Source: an optimization exercise on an open RTL-to-GDS flow (aim: small area, a short achievable clock period and few clock cycles per item). Production flows keep margins and buffers that such runs may drop.
At most, simulation tests tie the RTL to the original design; equivalence was not proved.

==> run A: inputs <==
Design xts_lane, start of the top module:
module xts_lane (
  input  wire         clk,
  input  wire         rst,
  input  wire         cmd_valid,
  output wire         cmd_ready,
  input  wire [255:0] cmd_key1,    
  input  wire [255:0] cmd_key2,    
  input  wire [127:0] cmd_tweak,   
  input  wire [7:0]   cmd_nblk,    
  input  wire         in_valid,
  output wire         in_ready,
  input  wire [127:0] in_data,
  output wire         out_valid,
  input  wire         out_ready,
  output wire [127:0] out_data
);
clock: 8.5 ns
lec_check: 0
abc_clock_period_in_ps: 4000
cap_margin: 20
core_margin: 2
core_utilization: 50
place_density: 0.65
setup_slack_margin: 4.5
slew_margin: 20
standard.sh (not shown) runs the stock make flow with config.mk's settings and CLKGATE_MAP_FILE= SYNTH_SCRIPT=/design/flow/synth_recipe.tcl, a recipe that flattens the netlist after the stock synthesis.
==> flow/flow/run.sh <==
#!/bin/bash
# The standard layout (standard.sh), with two changes to how it is made:
# small plain buffers on the ports instead of the delay buffers buffer_ports
# picks by itself, and antenna repair after detailed routing as well.
set -e
export BUFFER_PORTS_ARGS="-buffer_cell sky130_fd_sc_hd__buf_2"
export MAX_REPAIR_ANTENNAS_ITER_DRT=15
bash standard.sh > standard.log 2>&1
==> inputs of run C, as changes to run A <==
--- a/flow/design.v
+++ b/flow/design.v
@@ -342,47 +342,43 @@
     integer c;
     for (c = 0; c < 4; c = c + 1)
       mix_columns[32*c +: 32] = mix_column(s[32*c +: 32]);
   endfunction
   function automatic [127:0] mul_alpha(input [127:0] t);
     mul_alpha = {t[126:0], 1'b0} ^ (t[127] ? 128'h87 : 128'h0);
   endfunction
   localparam M_IDLE = 2'd0,    
+             M_TWLD = 2'd1,    
              M_TW   = 2'd2,    
              M_RUN  = 2'd3;    
   reg  [1:0]   mode;
   reg  [8:0]   blk_rem;     
   reg          first;       
   reg  [1:0]   cnt;         
   reg          ov;          
   reg          stall;       
   reg          ir, cr;      
   reg  [27:0]  v;           
   reg  [27:0]  tg;          
   reg          wbusy;       
   reg  [4:0]   w;           
-  reg          e_ld;        
-  reg          e_tl;        
-  reg          e_adv;       
-  reg  [13:0]  e_rk;        
   reg  [14*128-1:0] a;      
   reg  [14*192-1:0] b;      
   reg  [14*128-1:0] rk;     
   reg  [127:0] k0;          
   reg  [127:0] kp, kn;      
   reg  [47:0]  km;          
-  reg  [127:0] kb;          
   reg  [127:0] tin, tout;   
   reg  [127:0] qo, qs;      
   assign cmd_ready = cr;
   assign in_ready  = ir;
   assign out_valid = ov;
   assign out_data  = qo;
-  wire         kev   = ~w[1];                          
+  wire         kev   = w[1];                           
   wire [31:0]  ksub  = {sbox_c(km[47:44], km[43:36]), sbox_c(km[35:32], km[31:24]),
                         sbox_c(km[23:20], km[19:12]), sbox_c(km[11:8], km[7:0])};
   wire [7:0]   rcon  = 8'd1 << w[4:2];
   wire [31:0]  kt    = kev ? ({ksub[7:0], ksub[31:8]} ^ {24'd0, rcon}) : ksub;
   wire [127:0] knew;
   assign knew[31:0]   = kp[31:0]   ^ kt;
   assign knew[63:32]  = kp[63:32]  ^ knew[31:0];
   assign knew[95:64]  = kp[95:64]  ^ knew[63:32];
@@ -390,111 +386,96 @@
   wire [127:0] sr14 = stage2_sr(b[13*192 +: 192]);
   wire [127:0] fin  = sr14 ^ rk[13*128 +: 128] ^ (tg[27] ? 128'd0 : tout);
   wire fin_any = v[27];
   wire fin_tw  = v[27] & tg[27];
   wire fin_d   = v[27] & ~tg[27];
   wire wr      = fin_d & ~stall;
   wire rd      = ov & out_ready;
   wire acc     = ir & in_valid;
-  wire tsel    = (mode == M_IDLE) & ~wbusy;
-  wire twld    = tsel & cmd_valid & ~stall;
+  wire twld    = (mode == M_TWLD) & ~stall;
+  wire ld      = ir | (mode == M_TWLD);
   wire wstart  = twld | (acc & first);    
   reg  [1:0] mode_n, cnt_n;
   reg  [8:0] br_n;
   reg  [27:0] v_n, tg_n;
   reg        stall_n, ir_n, cr_n;
-  reg        wbusy_n, tsel_n;
-  reg  [4:0] w_n;
-  reg  [13:0] e_rk_n;
-  integer j;
   always @(*) begin
     mode_n = mode; br_n = blk_rem; v_n = v; tg_n = tg;
     cnt_n = cnt + {1'b0, wr} - {1'b0, rd};
     if (!stall) begin
       v_n  = {v[26:0], acc | twld};
       tg_n = {tg[26:0], twld};
       case (mode)
-        M_IDLE: if (cmd_valid && !wbusy) mode_n = M_TW;
+        M_IDLE: if (cmd_valid && !wbusy) mode_n = M_TWLD;
+        M_TWLD: mode_n = M_TW;
         M_TW:   if (fin_tw) begin
                   mode_n = M_RUN;
                   br_n   = {1'b0, cmd_nblk} + 9'd1;
                 end
         default: ;
       endcase
       if (acc) begin
         br_n = blk_rem - 9'd1;
         if (blk_rem == 9'd1) mode_n = M_IDLE;
       end
     end
     stall_n = v_n[27] & ~tg_n[27] & (cnt_n == 2'd2);
     ir_n    = ~stall_n & (mode_n == M_RUN) & (br_n != 9'd0);
     cr_n    = v_n[27] & tg_n[27];
-    wbusy_n = wbusy; w_n = w;
-    if (!stall) begin
-      if (wstart) begin
-        wbusy_n = 1'b1; w_n = 5'd0;
-      end else if (wbusy) begin
-        w_n = w + 5'd1;
-        if (w == 5'd26) wbusy_n = 1'b0;
-      end
-    end
-    tsel_n = (mode_n == M_IDLE) & ~wbusy_n;
-    for (j = 0; j < 14; j = j + 1)
-      e_rk_n[j] = ~stall_n & wbusy_n & (w_n == 2*j);
   end
   always @(posedge clk) begin
     if (rst) begin
       mode <= M_IDLE; blk_rem <= 9'd0; first <= 1'b0; cnt <= 2'd0; ov <= 1'b0;
       stall <= 1'b0; ir <= 1'b0; cr <= 1'b0; v <= 28'd0; tg <= 28'd0;
       wbusy <= 1'b0; w <= 5'd0;
     end else begin
       mode <= mode_n; blk_rem <= br_n; cnt <= cnt_n; ov <= (cnt_n != 2'd0);
       stall <= stall_n; ir <= ir_n; cr <= cr_n; v <= v_n; tg <= tg_n;
       if (cr) first <= 1'b1;
       else if (acc) first <= 1'b0;
-      wbusy <= wbusy_n; w <= w_n;
-    end
-    if (rst) begin
-      e_ld <= 1'b1; e_tl <= 1'b1; e_adv <= 1'b0; e_rk <= 14'd0;
-    end else begin
-      e_ld  <= ~stall_n & (ir_n | tsel_n);
-      e_tl  <= ~stall_n & tsel_n;
-      e_adv <= ~stall_n & wbusy_n & w_n[0];
-      e_rk  <= e_rk_n;
+      if (!stall) begin
+        if (wstart) begin
+          wbusy <= 1'b1; w <= 5'd0;
+        end else if (wbusy) begin
+          w <= w + 5'd1;
+          if (w == 5'd26) wbusy <= 1'b0;
+        end
+      end
     end
   end
   integer i;
   always @(posedge clk) begin
     if (!stall) begin
       for (i = 0; i < 14; i = i + 1)
         b[i*192 +: 192] <= stage1(a[i*128 +: 128]);
       for (i = 0; i < 13; i = i + 1)
         a[(i+1)*128 +: 128] <= mix_columns(stage2_sr(b[i*192 +: 192])) ^ rk[i*128 +: 128];
+      if (ld)
+        a[127:0] <= ((mode == M_TWLD) ? cmd_tweak : in_data) ^
+                    ((mode == M_TWLD) ? cmd_key2[127:0] : (tin ^ k0));
     end
-    if (e_ld)
-      a[127:0] <= (tsel ? cmd_tweak : in_data) ^
-                  (tsel ? cmd_key2[127:0] : (tin ^ k0));
-  end
-  always @(posedge clk) begin
-    if (e_rk[0])
-      rk[127:0] <= kn;
-    for (i = 1; i < 14; i = i + 1)
-      if (e_rk[i])
-        rk[i*128 +: 128] <= kb;
   end
+  always @(posedge clk)
+    if (!stall && wbusy) begin
+      if (w == 5'd0)
+        rk[127:0] <= kn;
+      for (i = 1; i < 14; i = i + 1)
+        if (w == 2*i)
+          rk[i*128 +: 128] <= knew;
+    end
   always @(posedge clk) begin
     km <= {sbox_a(kn[127:120]), sbox_t(kn[127:120]), sbox_a(kn[119:112]), sbox_t(kn[119:112]),
            sbox_a(kn[111:104]), sbox_t(kn[111:104]), sbox_a(kn[103:96]), sbox_t(kn[103:96])};
-    if (e_tl)
-      {kn, kp} <= cmd_key2;
-    else if (e_adv)
-      {kp, kn} <= {kn, knew};
-    if (e_adv)
-      kb <= knew;
+    if (!stall) begin
+      if (twld)
+        {kn, kp} <= cmd_key2;
+      else if (wbusy && w != 5'd0 && !w[0])
+        {kp, kn} <= {kn, knew};
+    end
     if (cr) begin
       {kn, kp} <= cmd_key1;
       k0 <= cmd_key1[127:0];
     end
     if (fin_tw)
       tin <= fin;
     else if (acc)
       tin <= mul_alpha(tin);
==> flow/run.sh (new file) <==
#!/bin/bash
# synth_recipe.tcl (not shown) runs the flow's synth.tcl, then flattens the netlist and writes it again
# the make line also repeats each setting of config.mk as NAME=value (left out here)
make -C /OpenROAD-flow-scripts/flow DESIGN_CONFIG=/design/flow/config.mk WORK_HOME=/design/flow/orfs CLKGATE_MAP_FILE= SYNTH_SCRIPT=/design/flow/synth_recipe.tcl finish
removed: flow/flow/run.sh
removed: flow/standard.sh
==> inputs of run G, as changes to run A <==
--- a/flow/design.v
+++ b/flow/design.v
@@ -359,19 +359,19 @@
   reg  [27:0]  v;           
   reg  [27:0]  tg;          
   reg          wbusy;       
   reg  [4:0]   w;           
   reg          e_ld;        
   reg          e_tl;        
   reg          e_adv;       
   reg  [13:0]  e_rk;        
-  reg  [14*128-1:0] a;      
-  reg  [14*192-1:0] b;      
-  reg  [14*128-1:0] rk;     
+  wire [14*128-1:0] a;      
+  wire [14*192-1:0] b;      
+  wire [14*128-1:0] rk;     
   reg  [127:0] k0;          
   reg  [127:0] kp, kn;      
   reg  [47:0]  km;          
   reg  [127:0] kb;          
   reg  [127:0] tin, tout;   
   reg  [127:0] qo, qs;      
   assign cmd_ready = cr;
   assign in_ready  = ir;
@@ -457,35 +457,43 @@
       e_ld <= 1'b1; e_tl <= 1'b1; e_adv <= 1'b0; e_rk <= 14'd0;
     end else begin
       e_ld  <= ~stall_n & (ir_n | tsel_n);
       e_tl  <= ~stall_n & tsel_n;
       e_adv <= ~stall_n & wbusy_n & w_n[0];
       e_rk  <= e_rk_n;
     end
   end
-  integer i;
-  always @(posedge clk) begin
-    if (!stall) begin
-      for (i = 0; i < 14; i = i + 1)
-        b[i*192 +: 192] <= stage1(a[i*128 +: 128]);
-      for (i = 0; i < 13; i = i + 1)
-        a[(i+1)*128 +: 128] <= mix_columns(stage2_sr(b[i*192 +: 192])) ^ rk[i*128 +: 128];
-    end
-    if (e_ld)
-      a[127:0] <= (tsel ? cmd_tweak : in_data) ^
+  genvar r;
+  generate
+    for (r = 0; r < 14; r = r + 1) begin : rnd
+      reg [127:0] ra;       
+      reg [191:0] rb;       
+      reg [127:0] rkey;     
+      assign a[r*128 +: 128]  = ra;
+      assign b[r*192 +: 192]  = rb;
+      assign rk[r*128 +: 128] = rkey;
+      always @(posedge clk)
+        if (!stall)
+          rb <= stage1(ra);
+      always @(posedge clk)
+        if (e_rk[r])
+          rkey <= (r == 0) ? kn : kb;
+      if (r == 0) begin : load
+        always @(posedge clk)
+          if (e_ld)
+            ra <= (tsel ? cmd_tweak : in_data) ^
                   (tsel ? cmd_key2[127:0] : (tin ^ k0));
-  end
-  always @(posedge clk) begin
-    if (e_rk[0])
-      rk[127:0] <= kn;
-    for (i = 1; i < 14; i = i + 1)
-      if (e_rk[i])
-        rk[i*128 +: 128] <= kb;
-  end
+      end else begin : chain
+        always @(posedge clk)
+          if (!stall)
+            ra <= mix_columns(stage2_sr(b[(r-1)*192 +: 192])) ^ rk[(r-1)*128 +: 128];
+      end
+    end
+  endgenerate
   always @(posedge clk) begin
     km <= {sbox_a(kn[127:120]), sbox_t(kn[127:120]), sbox_a(kn[119:112]), sbox_t(kn[119:112]),
            sbox_a(kn[111:104]), sbox_t(kn[111:104]), sbox_a(kn[103:96]), sbox_t(kn[103:96])};
     if (e_tl)
       {kn, kp} <= cmd_key2;
     else if (e_adv)
       {kp, kn} <= {kn, knew};
     if (e_adv)
--- a/flow/config.mk
+++ b/flow/config.mk
@@ -4,11 +4,13 @@
 export VERILOG_FILES = /design/flow/design.v
 export SDC_FILE = /design/flow/constraint.sdc
 export NUM_CORES = 8
 export LEC_CHECK = 0
 export ABC_CLOCK_PERIOD_IN_PS = 4000
 export CAP_MARGIN = 20
 export CORE_MARGIN = 2
 export CORE_UTILIZATION = 50
+export CTS_CLUSTER_DIAMETER = 110
+export CTS_CLUSTER_SIZE = 22
 export PLACE_DENSITY = 0.65
 export SETUP_SLACK_MARGIN = 4.5
 export SLEW_MARGIN = 20
==> run notes <==
status timing/DRC/antenna clean; area share of the largest cell type after synthesis 37.25%; Endpoint, Worst Hold rk[26]; worst r2r dst kn[71]; post-cts gate resize count 193; total nets after synthesis 60.68k; adder and majority gate portion of the synthesized area 0.9850%; DRC violation total after the first TritonRoute iteration 56.67k; cell count of the worst reg-to-reg path 10; post-route insts no fill 76.60k; clock insertion delay at the later pin of the skew report 1.25 ns; global placement routability congestion 1.059
Source of the figures above: run A

==> run notes <==
Hold Crit Depth 0; Non-CTS inverters 1699; cell count of the worst reg-to-reg path 10; unrepaired setup endpoints after global routing true; Endpoint, Worst Hold rnd[0].rkey[36]; total nets after synthesis 60.99k; global placement routability congestion 1.058; worst r2r dst rnd[11].ra[10]; adder and majority gate portion of the synthesized area 0.9819%; clock insertion delay at the later pin of the skew report 1.27 ns; sequence of cells on the critical path buf_6; status timing/DRC/antenna clean; post-route insts no fill 76.12k; DRC violation total after the first TritonRoute iteration 62.42k
Source of the figures above: run G

==> run notes <==
worst r2r dst rk[264]; DP Area 611300 sq um; clock insertion delay at the later pin of the skew report 1.28 ns; Signal buf overhead 2.982%; adder and majority gate portion of the synthesized area 0.9886%; count of port buffers added during placement 911; Layout Check Fail Reasons antenna violations; post-cts gate resize count 960; status finished with violations; remaining number of nets flagged by the antenna check after routing 1; Final Net Count 61.01k; total nets after synthesis 61.21k; global placement routability congestion 1.034; fmax 0.2339 GHz; Endpoint, Worst Hold rk[14]; Layout Utilization 56.11%; post-route insts no fill 77.02k; DRC violation total after the first TritonRoute iteration 58.88k
Source of the figures above: run C

Testbench counts of run C, summed over its fixed seeds: cycles 10,470, blocks 9,216.
Testbench counts of run G, summed over its fixed seeds: cycles 10,434, blocks 9,216.
Only the layout flow was run in run A; the RTL was not checked for function there.

[port drivers added, routing unchanged]
The results above use ideal ports. As a check the final layouts listed here were re-extracted and re-timed, cells and wires unchanged. Step 1 sets driving cells, clkbuf_16 on the clock port and buf_2 on the other inputs (assumed; they add their load-dependent delay and slew). Step 2 also shifts input and output timing later by t, the mid clock arrival at the registers, as if the neighbouring blocks saw the same clock. Three values: ideal ports, drivers, drivers and shift; two values: the first two.
run | t (ns) | setup slack, ns | latest minus earliest clock arrival (ns) | slew at the worst register clock pin (ns) | cell pins on the clock port's net
run A | 1.379 | 4.390 / 4.390 / 4.178 | 0.133 / 0.134 | 0.07 / 0.07 | 1
run C | 1.373 | 4.225 / 4.064 / 3.600 | 0.138 / 0.139 | 0.07 / 0.07 | 1
run G | 1.376 | 4.207 / 4.018 / 3.524 | 0.184 / 0.184 | 0.12 / 0.12 | 1
For run G, which loses most, drivers alone change the setup slack by -0.189 ns; drivers and shift together by -0.683 ns.
